Background: an optimization exercise with open tools, aiming at small area, a short achievable clock period and few clock cycles per item. Do not read the settings as production practice.
For this run, only the layout was checked, not whether the RTL still works.
Power and IR drop assume default switching activity.

===== flow/run.sh =====
#!/bin/bash
# synth_recipe.tcl (not shown) runs the flow's synth.tcl, then flattens the netlist and writes it again
# the make line also repeats each setting of config.mk as NAME=value (left out here)
make -C /OpenROAD-flow-scripts/flow DESIGN_CONFIG=/design/flow/config.mk WORK_HOME=/design/flow/orfs CLKGATE_MAP_FILE= SYNTH_SCRIPT=/design/flow/synth_recipe.tcl finish

===== flow/config.mk =====
export PLATFORM = sky130hd
export DESIGN_NAME = red_combine
export DESIGN_NICKNAME = red_combine
export VERILOG_FILES = /design/flow/design.v
export SDC_FILE = /design/flow/constraint.sdc
export NUM_CORES = 4
export LEC_CHECK = 0
export ABC_AREA = 1
export CAP_MARGIN = 20
export CORE_MARGIN = 2
export CORE_UTILIZATION = 40
export SLEW_MARGIN = 20

===== flow/constraint.sdc =====
create_clock -name core_clock -period 18.0 [get_ports {clk}]
set_input_delay 3.6000 -clock core_clock [delete_from_list [all_inputs] [get_ports {clk}]]
set_output_delay 3.6000 -clock core_clock [all_outputs]
set_load 0.01 [all_outputs]

===== flow/design.v =====
module pfx_add #(parameter N = 8, parameter KIND = 1) (
    input  wire [N-1:0] x,
    input  wire [N-1:0] y,
    input  wire         ci,
    output wire [N-1:0] s,
    output wire         co
);
    localparam LG = $clog2(N);
    reg [N-1:0] g, p;
    integer l, i, j;
    always @(*) begin
        g = x & y;
        p = x ^ y;
        if (KIND == 0) begin
            for (i = 1; i < N; i = i + 1) begin
                g[i] = g[i] | p[i] & g[i-1];
                p[i] = p[i] & p[i-1];
            end
        end else if (KIND == 1) begin
            for (l = 0; l < LG; l = l + 1)
                for (i = 0; i < N; i = i + 1)
                    if (((i + 1) % (2 << l)) == 0) begin
                        j = i - (1 << l);
                        g[i] = g[i] | p[i] & g[j];
                        p[i] = p[i] & p[j];
                    end
            for (l = LG - 2; l >= 0; l = l - 1)
                for (i = 0; i < N; i = i + 1)
                    if (i >= (2 << l) && ((i + 1) % (2 << l)) == (1 << l)) begin
                        j = i - (1 << l);
                        g[i] = g[i] | p[i] & g[j];
                        p[i] = p[i] & p[j];
                    end
        end else begin
            for (l = 0; l < LG; l = l + 1)
                for (i = 0; i < N; i = i + 1)
                    if ((i >> l) & 1) begin
                        j = ((i >> l) << l) - 1;
                        g[i] = g[i] | p[i] & g[j];
                        p[i] = p[i] & p[j];
                    end
        end
    end
    wire [N:0] c = {g | p & {N{ci}}, ci};
    assign s  = x ^ y ^ c[N-1:0];
    assign co = c[N];
endmodule
module pfx_inc #(parameter N = 8) (
    input  wire [N-1:0] x,
    input  wire         ci,
    output wire [N-1:0] s,
    output wire         co
);
    localparam LG = $clog2(N);
    reg [N-1:0] p;
    integer l, i;
    always @(*) begin
        p = x;
        for (l = 0; l < LG; l = l + 1)
            for (i = N - 1; i >= 0; i = i - 1)
                if ((i >> l) & 1)
                    p[i] = p[i] & p[((i >> l) << l) - 1];
    end
    wire [N:0] c = {p & {N{ci}}, ci};
    assign s  = x ^ c[N-1:0];
    assign co = c[N];
endmodule
module lzc64 (
    input  wire [63:0] v,
    output wire [5:0]  n,
    output wire        z
);
    reg [7*64-1:0]   zz;
    reg [7*64*6-1:0] cc;
    integer k, i;
    always @(*) begin
        zz = 0;
        cc = 0;
        for (i = 0; i < 64; i = i + 1)
            zz[i] = ~v[i];
        for (k = 1; k <= 6; k = k + 1)
            for (i = 0; i < (64 >> k); i = i + 1) begin
                zz[k*64+i] = zz[(k-1)*64+2*i+1] & zz[(k-1)*64+2*i];
                if (zz[(k-1)*64+2*i+1])
                    cc[(k*64+i)*6 +: 6] = cc[((k-1)*64+2*i)*6 +: 6] | (6'd1 << (k - 1));
                else
                    cc[(k*64+i)*6 +: 6] = cc[((k-1)*64+2*i+1)*6 +: 6];
            end
    end
    assign n = cc[(6*64)*6 +: 6];
    assign z = zz[6*64];
endmodule
module w40_s1 #(parameter CK = 1) (
    input  wire        is_int,
    input  wire [63:0] a,
    input  wire [63:0] b,
    output wire [30:0] m_l,      
    output wire [30:0] m_s,      
    output wire        x34,      
    output wire        y34,
    output wire        sub,      
    output wire [5:0]  d,        
    output wire        big,      
    output wire [31:0] hs,       
    output wire [8:0]  x_l,      
    output wire        sgn,      
    output wire        sp,       
    output wire        nan,      
    output wire        of_op     
);
    wire        sa = a[39];
    wire        sb = b[39];
    wire [8:0]  ea = a[38:30];
    wire [8:0]  eb = b[38:30];
    wire [29:0] fa = a[29:0];
    wire [29:0] fb = b[29:0];
    wire a_max = &ea;
    wire b_max = &eb;
    wire a_fz  = ~|fa;
    wire b_fz  = ~|fb;
    wire a_nan = a_max & ~a_fz;
    wire b_nan = b_max & ~b_fz;
    wire a_inf = a_max & a_fz;
    wire b_inf = b_max & b_fz;
    assign sp    = a_max | b_max;
    assign nan   = a_nan | b_nan | (a_inf & b_inf & (sa ^ sb));
    assign of_op = a_inf | b_inf;
    wire a_ez = ~|ea;
    wire b_ez = ~|eb;
    wire [8:0] xa = {ea[8:1], ea[0] | a_ez};
    wire [8:0] xb = {eb[8:1], eb[0] | b_ez};
    wire ge;
    pfx_add #(.N(39), .KIND(CK)) u_cmp (
        .x(a[38:0]), .y(~b[38:0]), .ci(1'b1), .s(), .co(ge));
    wire eq    = &(a[38:0] ~^ b[38:0]);
    wire a_big = is_int | ge;
    assign sub = ~is_int & (sa ^ sb);
    wire z   = eq & (sub | a_ez & a_fz);
    wire s_l = a_big ? sa : sb;
    assign sgn = sp ? (a_inf ? sa : sb) : z ? (sa & sb) : s_l;
    assign x_l = a_big ? xa : xb;
    wire [8:0] dab, dba;
    pfx_add #(.N(9), .KIND(2)) u_dab (.x(xa), .y(~xb), .ci(1'b1), .s(dab), .co());
    pfx_add #(.N(9), .KIND(2)) u_dba (.x(xb), .y(~xa), .ci(1'b1), .s(dba), .co());
    wire [8:0] dd = is_int ? 9'd0 : (a_big ? dab : dba);
    assign d   = dd[5:0];
    assign big = |dd[8:6];
    assign m_l = a_big ? {is_int ? a[30] : ~a_ez, fa} : {~b_ez, fb};
    assign m_s = a_big ? {is_int ? b[30] : ~b_ez, fb} : {~a_ez, fa};
    assign x34 = is_int & a[31];
    assign y34 = is_int ? b[31] : sub;
    pfx_add #(.N(32), .KIND(2)) u_hi (.x(a[63:32]), .y(b[63:32]), .ci(1'b0), .s(hs), .co());
endmodule
module w40_s2 #(parameter AK = 1) (
    input  wire [30:0] m_l,
    input  wire [30:0] m_s,
    input  wire        x34,
    input  wire        y34,
    input  wire        sub,
    input  wire [5:0]  d,
    input  wire        big,
    input  wire [31:0] hs,
    output wire [66:0] sum
);
    reg  [30:0] lost;
    integer j;
    always @(*)
        for (j = 0; j < 31; j = j + 1)
            lost[j] = big | (d >= j + 3);
    wire        sticky = |(m_s & lost);
    wire [33:0] shr    = big ? 34'd0 : ({m_s, 3'b000} >> d);
    wire [33:0] s_al   = {shr[33:1], sticky};
    wire c35;
    pfx_add #(.N(35), .KIND(AK)) u_add (
        .x({x34, m_l, 3'b000}), .y({y34, s_al ^ {34{sub}}}), .ci(sub),
        .s(sum[34:0]), .co(c35));
    pfx_inc #(.N(32)) u_inc (.x(hs), .ci(c35), .s(sum[66:35]), .co());
endmodule
module w40_s3 (
    input  wire        is_int,
    input  wire [66:0] sum,
    input  wire [8:0]  x_l,
    input  wire        sgn,
    input  wire        sp,
    input  wire        nan,
    input  wire        of_op,
    output wire [63:0] out_sum,
    output wire [1:0]  out_flags
);
    wire [34:0] raw = sum[34:0];
    reg  [34:0] stop;
    integer j;
    always @(*)
        for (j = 0; j < 35; j = j + 1)
            stop[j] = (x_l == 9'd34 - j);
    wire [5:0]  s;
    lzc64 u_lzc (.v({raw | stop, 1'b1, 28'd0}), .n(s), .z());
    wire [34:0] sh = raw << s;
    wire [9:0]  e_n = {1'b0, x_l} + 10'd1 - {4'd0, s};
    wire [9:0]  e_n1 = {1'b0, x_l} + 10'd2 - {4'd0, s};
    wire [30:0] mant   = sh[34:4];
    wire        rnd_up = sh[3] & (|sh[2:0] | mant[0]);
    wire [30:0] mant_r;
    wire        c_r;
    pfx_inc #(.N(31)) u_rnd (.x(mant), .ci(rnd_up), .s(mant_r), .co(c_r));
    wire        c_r_q  = rnd_up & (&mant);
    wire        hid    = mant[30] | rnd_up & (&mant[29:0]);
    wire [9:0]  e_f    = c_r_q ? e_n1 : e_n;
    wire        ovf     = c_r_q ? (e_n1[9] | (&e_n1[8:0])) : (e_n[9] | (&e_n[8:0]));
    wire [8:0]  e_field = hid ? e_f[8:0] : 9'd0;
    wire        inf_like = sp | ovf;
    wire [39:0] f = inf_like ? {sgn & ~nan, 9'h1FF, nan, 29'd0}
                             : {sgn, e_field, mant_r[29:0]};
    assign out_sum   = is_int ? sum[66:3] : {24'd0, f};
    assign out_flags = is_int ? 2'b00 : {nan, of_op | (~sp & ovf)};
endmodule
module red_combine (
    input  wire        clk,
    input  wire        rst,
    input  wire        in_valid,
    input  wire        in_int,
    input  wire [63:0] in_a,
    input  wire [63:0] in_b,
    output reg         out_valid,
    output reg  [63:0] out_sum,
    output reg  [1:0]  out_flags
);
    wire [30:0] m_l, m_s;
    wire        x34, y34, sub, big, sgn, sp, nan, of_op;
    wire [5:0]  d;
    wire [31:0] hs;
    wire [8:0]  x_l;
    w40_s1 u_s1 (
        .is_int(in_int), .a(in_a), .b(in_b),
        .m_l(m_l), .m_s(m_s), .x34(x34), .y34(y34), .sub(sub), .d(d),
        .big(big), .hs(hs), .x_l(x_l), .sgn(sgn), .sp(sp), .nan(nan),
        .of_op(of_op)
    );
    reg        v1, int1, x34_1, y34_1, sub1, big1, sgn1, sp1, nan1, of1;
    reg [30:0] m_l1, m_s1;
    reg [5:0]  d1;
    reg [31:0] hs1;
    reg [8:0]  x_l1;
    always @(posedge clk) begin
        if (rst) v1 <= 1'b0;
        else     v1 <= in_valid;
        int1  <= in_int;
        m_l1  <= m_l;
        m_s1  <= m_s;
        x34_1 <= x34;
        y34_1 <= y34;
        sub1  <= sub;
        d1    <= d;
        big1  <= big;
        hs1   <= hs;
        x_l1  <= x_l;
        sgn1  <= sgn;
        sp1   <= sp;
        nan1  <= nan;
        of1   <= of_op;
    end
    wire [66:0] sum;
    w40_s2 u_s2 (
        .m_l(m_l1), .m_s(m_s1), .x34(x34_1), .y34(y34_1), .sub(sub1),
        .d(d1), .big(big1), .hs(hs1), .sum(sum)
    );
    reg        v2, int2, sgn2, sp2, nan2, of2;
    reg [66:0] sum2;
    reg [8:0]  x_l2;
    always @(posedge clk) begin
        if (rst) v2 <= 1'b0;
        else     v2 <= v1;
        int2 <= int1;
        sum2 <= sum;
        x_l2 <= x_l1;
        sgn2 <= sgn1;
        sp2  <= sp1;
        nan2 <= nan1;
        of2  <= of1;
    end
    wire [63:0] res;
    wire [1:0]  flg;
    w40_s3 u_s3 (
        .is_int(int2), .sum(sum2), .x_l(x_l2), .sgn(sgn2), .sp(sp2),
        .nan(nan2), .of_op(of2), .out_sum(res), .out_flags(flg)
    );
    always @(posedge clk) begin
        if (rst) out_valid <= 1'b0;
        else     out_valid <= v2;
        out_sum   <= res;
        out_flags <= flg;
    end
endmodule

==> impl_metrics.py <==
metrics = {
    "setup_path": {
        "cp-end-kind": "flip-flop",
        "path_common_cell": "nand2_1",
        "cp.arrival_ns": 7.88,
        "cp_max_fo": 4,
        "cp_slowest_cell": "clkdlybuf4s50_1",
        "cp_num_buf_inv": 2,
        "cpPeakStageDelay_ns": 0.54,
        "worstPathRequired_ns": 18.46,
        "criticalPathCategory": "in -> reg",
        "start_kind": "primary input",
        "cp_top_family": "compound AO/OA/AOI/OAI gates",
        "crit_path_cell_trace": "clkdlybuf4s50_1 > ha_1 > inv_1 > fa_1 > o31ai_1 > nand3_1 > nand2_1 > a21oi_1 > o21bai_1 > nand2_1 > nand2_1 > a21oi_1 > o21bai_1 > a21oi_1 > o21bai_1 > a21oi_1 > o21bai_1 > nand2_1 > nand2_1 > nand2_1 > o21ai_0 > nand2_1 > nand3_1 > nand2_1",
    },
    "clocking": {
        "cts_setup_buffers": 0,
        "cts_hold_buffers": 0,
        "h-tree-depth": 2,
        "tritoncts": "built",
        "cts_resized": 0,
        "cts_sinks": 268,
        "path_clk_slew_ns": 0.06,
        "clock_latency_ns": 0.56,
        "numCtsBuffers": 34,
        "root_buffer": "clkbuf_16",
        "clockBufferDepth": 3,
    },
    "logic_synthesis": {
        "yosysSeqAreaShare": 0.286,
        "avgSynthCellArea_sq_um": 6.84,
        "synth_seq_cells": 268,
        "syn-num-nets": 3012,
        "synth_edf_count": 0,
        "synth_cells": 2740,
        "syn_area_sq_mm": 0.0188,
        "synth_warnings": 10,
        "synth_top_area_cell": "dfxtp_1",
        "yosys-top-cells-area": "dfxtp_1 (29%), nand2_1 (14%), ha_1 (8.9%)",
        "synth_top_flop_cell": "dfxtp_1",
        "ys_async_sr_fraction": 0,
        "synth_top_area_frac": 0.286,
        "synth.distinct_cells": 62,
    },
    "pwr": {
        "combPwrFrac": 0.537,
        "cell_internal_pwr_mw": 1.75,
        "p_per_area_mw_per_mm2": 147,
        "leakage_nw": 10.4,
        "power.switching_mw": 1.53,
        "totalPowerFinal_mw": 3.28,
        "pwr-share-clk": 0.208,
        "power_frac_seq": 0.255,
        "swShare": 0.466,
        "peakVddDrop_mv": 0.0960,
    },
    "global_routing": {
        "grt_max_degree": 92,
        "grt_first_pass_wirelength_um": 104000,
        "grt_pass1_vias": 18000,
        "grtUsageTotal": 0.279,
        "grt-ovfl-total": 0,
        "antenna_found_initial": 2,
    },
    "floorplan": {
        "start_util": 0.404,
        "die-area_sq_mm": 0.0486,
        "die_w_um": 221,
        "rows": 79,
        "ios": 199,
        "chipHeight_um": 221,
        "coreArea_sq_mm": 0.0465,
    },
    "timing": {
        "finalCritPeriodShare": 0.412,
        "finalCriticalPeriod_ns": 7.42,
        "worst_slack_ns": 10.58,
        "hold_violations": 0,
        "setup_viol": 0,
        "slew_violations": 0,
        "fin_skew_ns": 0.0328,
        "worst_slew_pin_slew_ns": 1.04,
        "max_slew_margin": 0.302,
        "hold_ws_ns": 0.307,
        "tns_ns": 0,
        "grt_setup_unrepaired": "no",
        "clock.fmax_mhz": 135,
    },
    "routing": {
        "vias_per_cell": 5.36,
        "wl_per_cell_um": 19.3,
        "ant_nets": 0,
        "wl_um": 68100,
        "route.detailed.drc": 0,
        "first_pass_iters": 6,
        "vias": 18900,
        "drt_iter0_drc": 1584,
    },
    "placed_design": {
        "dp_hpwl_um": 54900,
        "pre_cts_slack_ns": 10.00,
        "placed_area_sq_mm": 0.0211,
        "dp_cells": 3465,
        "routabilityCongestion": 0.959,
        "portBuffers": 198,
    },
    "final_layout": {
        "stdcell_count": 3526,
        "antenna_cells": 0,
        "final_cell_area_sq_mm": 0.0223,
        "fillers": 4831,
        "drive_gt1_frac": 0.0569,
        "postLayoutCoreUtil": 0.479,
        "fin_nets": 3166,
        "area_delta_synth_final_pct": 18.7,
    },
    "worst_hold_path": {
        "hold_path.class": "reg -> reg",
    },
    "status": {
        "run_status": "finished clean",
    },
    "run": {
        "maxCapViolations": 0,
    },
}
==> cell families (layout without fill, tap and decap cells) <==
logic type / count (synthesis) / in the layout / share of synthesized area
AND/OR/NAND/NOR: 1303 / 1303 / 0.308
AO/OA/AOI/OAI: 443 / 443 / 0.140
buffers and inverters: 420 / 599 / 0.0915
flip-flops: 268 / 268 / 0.286
XOR/XNOR: 156 / 156 / 0.0729
adder cells (fa/ha/maj): 140 / 140 / 0.0962
multiplexers: 10 / 10 / 0.00534
==> power groups by stage <==
| stage | logic, mW | registers, mW | clock network [mW] |
|---|---|---|---|
| after floorplan | 1.20 | 0.831 | 0 |
| after global routing | 1.96 | 0.849 | 0.726 |
| after global placement | 1.73 | 0.847 | 0 |
| after CTS | 1.74 | 0.836 | 0.700 |
| after detailed placement | 1.74 | 0.847 | 0 |
| final | 1.76 | 0.836 | 0.681 |
==> layout make-up <==
class	instances	area, sq um	area share
Inverter	325	1220	0.0550
Multi-Input combinational cell	2052	11700	0.525
Timing Repair Buffer	213	2090	0.0941
Clock buffer	45	962	0.0432
Clock inverter	16	178	0.00798
Tap cell	607	759	0.0341
Sequential cell	268	5370	0.241
==> flip-flops by register name (all words and copies together) (netlist names), 2 cells and up <==
register	count
x_l1	9
m_s1	31
hs1	32
out_flags	2
x_l2	9
sum2	67
out_sum	64
d1	6
m_l1	31
==> cells in the mapped netlist (11+ instances only) <==
master and count:
nor4_1 19, nand4_1 63, a21oi_1 115, dfxtp_1 268
nor3_1 43, nor2_2 15, nor2_1 201, buf_1 13
o22ai_2 20, ha_1 133, xor2_1 121, xnor2_1 35
clkbuf_1 43, o21ai_0 207, inv_2 14, buf_2 19
nand2_1 679, o22ai_1 15, nand3_1 243, inv_1 308
buf_4 11
==> worst paths after layout <==
check,from,cells after the start,end,slack [ns]
setup / recovery,in_a[32],24,hs1[31],10.58
hold / removal,x_l1[7],0,x_l2[7],0.31
setup reg to reg,d1[5],19,sum2[36],11.14
hold reg to reg,x_l1[7],0,x_l2[7],0.31
==> cell usage in the layout, fill, tap and decap left out, types with 6 or more instances in the layout <==
cell type          n
nand2_2            8
xor2_1           121
nand3_4            6
nand2_1          678
inv_1            308
a211oi_1           6
dfxtp_1          268
clkinv_2           6
clkbuf_16         34
o221ai_1           9
nor2_2            15
fa_1               7
xnor2_1           35
nand3_1          243
nand4_1           63
o2111ai_1          7
nor3_1            43
nor4_1            19
a31oi_1            8
clkdlybuf4s50_1  198
buf_4             15
mux2i_1           10
nor2_1           201
a21oi_1          115
inv_2             14
nand3_2           10
o22ai_1           15
ha_1             133
o21bai_1           9
clkbuf_8           7
nor2_4             6
o211ai_1          10
o22ai_2           20
o21ai_0          207
==> per-layer routing <==
layer | share of wire | global-route usage | vias up | wire, um
met5 | 0 | 0 | - | 0
met4 | 0.031 | 0.0938 | 0 | 2130
met3 | 0.067 | 0.0400 | 112 | 4560
met2 | 0.44 | 0.431 | 653 | 29700
met1 | 0.47 | 0.396 | 8757 | 31700
li1 | - | - | 9370 | -

==> afterwards: timing with drivers on the ports <==
No port has a modelled driver above. Below, the same layout with a new extraction and two added sets of constraints. Step 1, drivers: a clkbuf_16 drives clk and a buf_2 each remaining input, both assumed. Step 2 moves the port delays by t, midway between the first and last clock arrival at a register: inputs arrive t later, outputs are due t later. That takes back most of the time a late clock gives input paths. a / b / c = ideal ports / drivers / drivers and shift; a / b = the first two.
shift t [ns]: 0.603
setup WS [ns]: 10.584 / 10.613 / 10.011
hold slack, ns: 0.307 / 0.307 / 0.307
clock arrival spread, ns: 0.033 / 0.033
cell pins on the clock port's net: 1
After both steps setup and hold are still met in this run. The setup slack of this run moves by +0.029 ns with the drivers and by -0.573 ns with both steps.
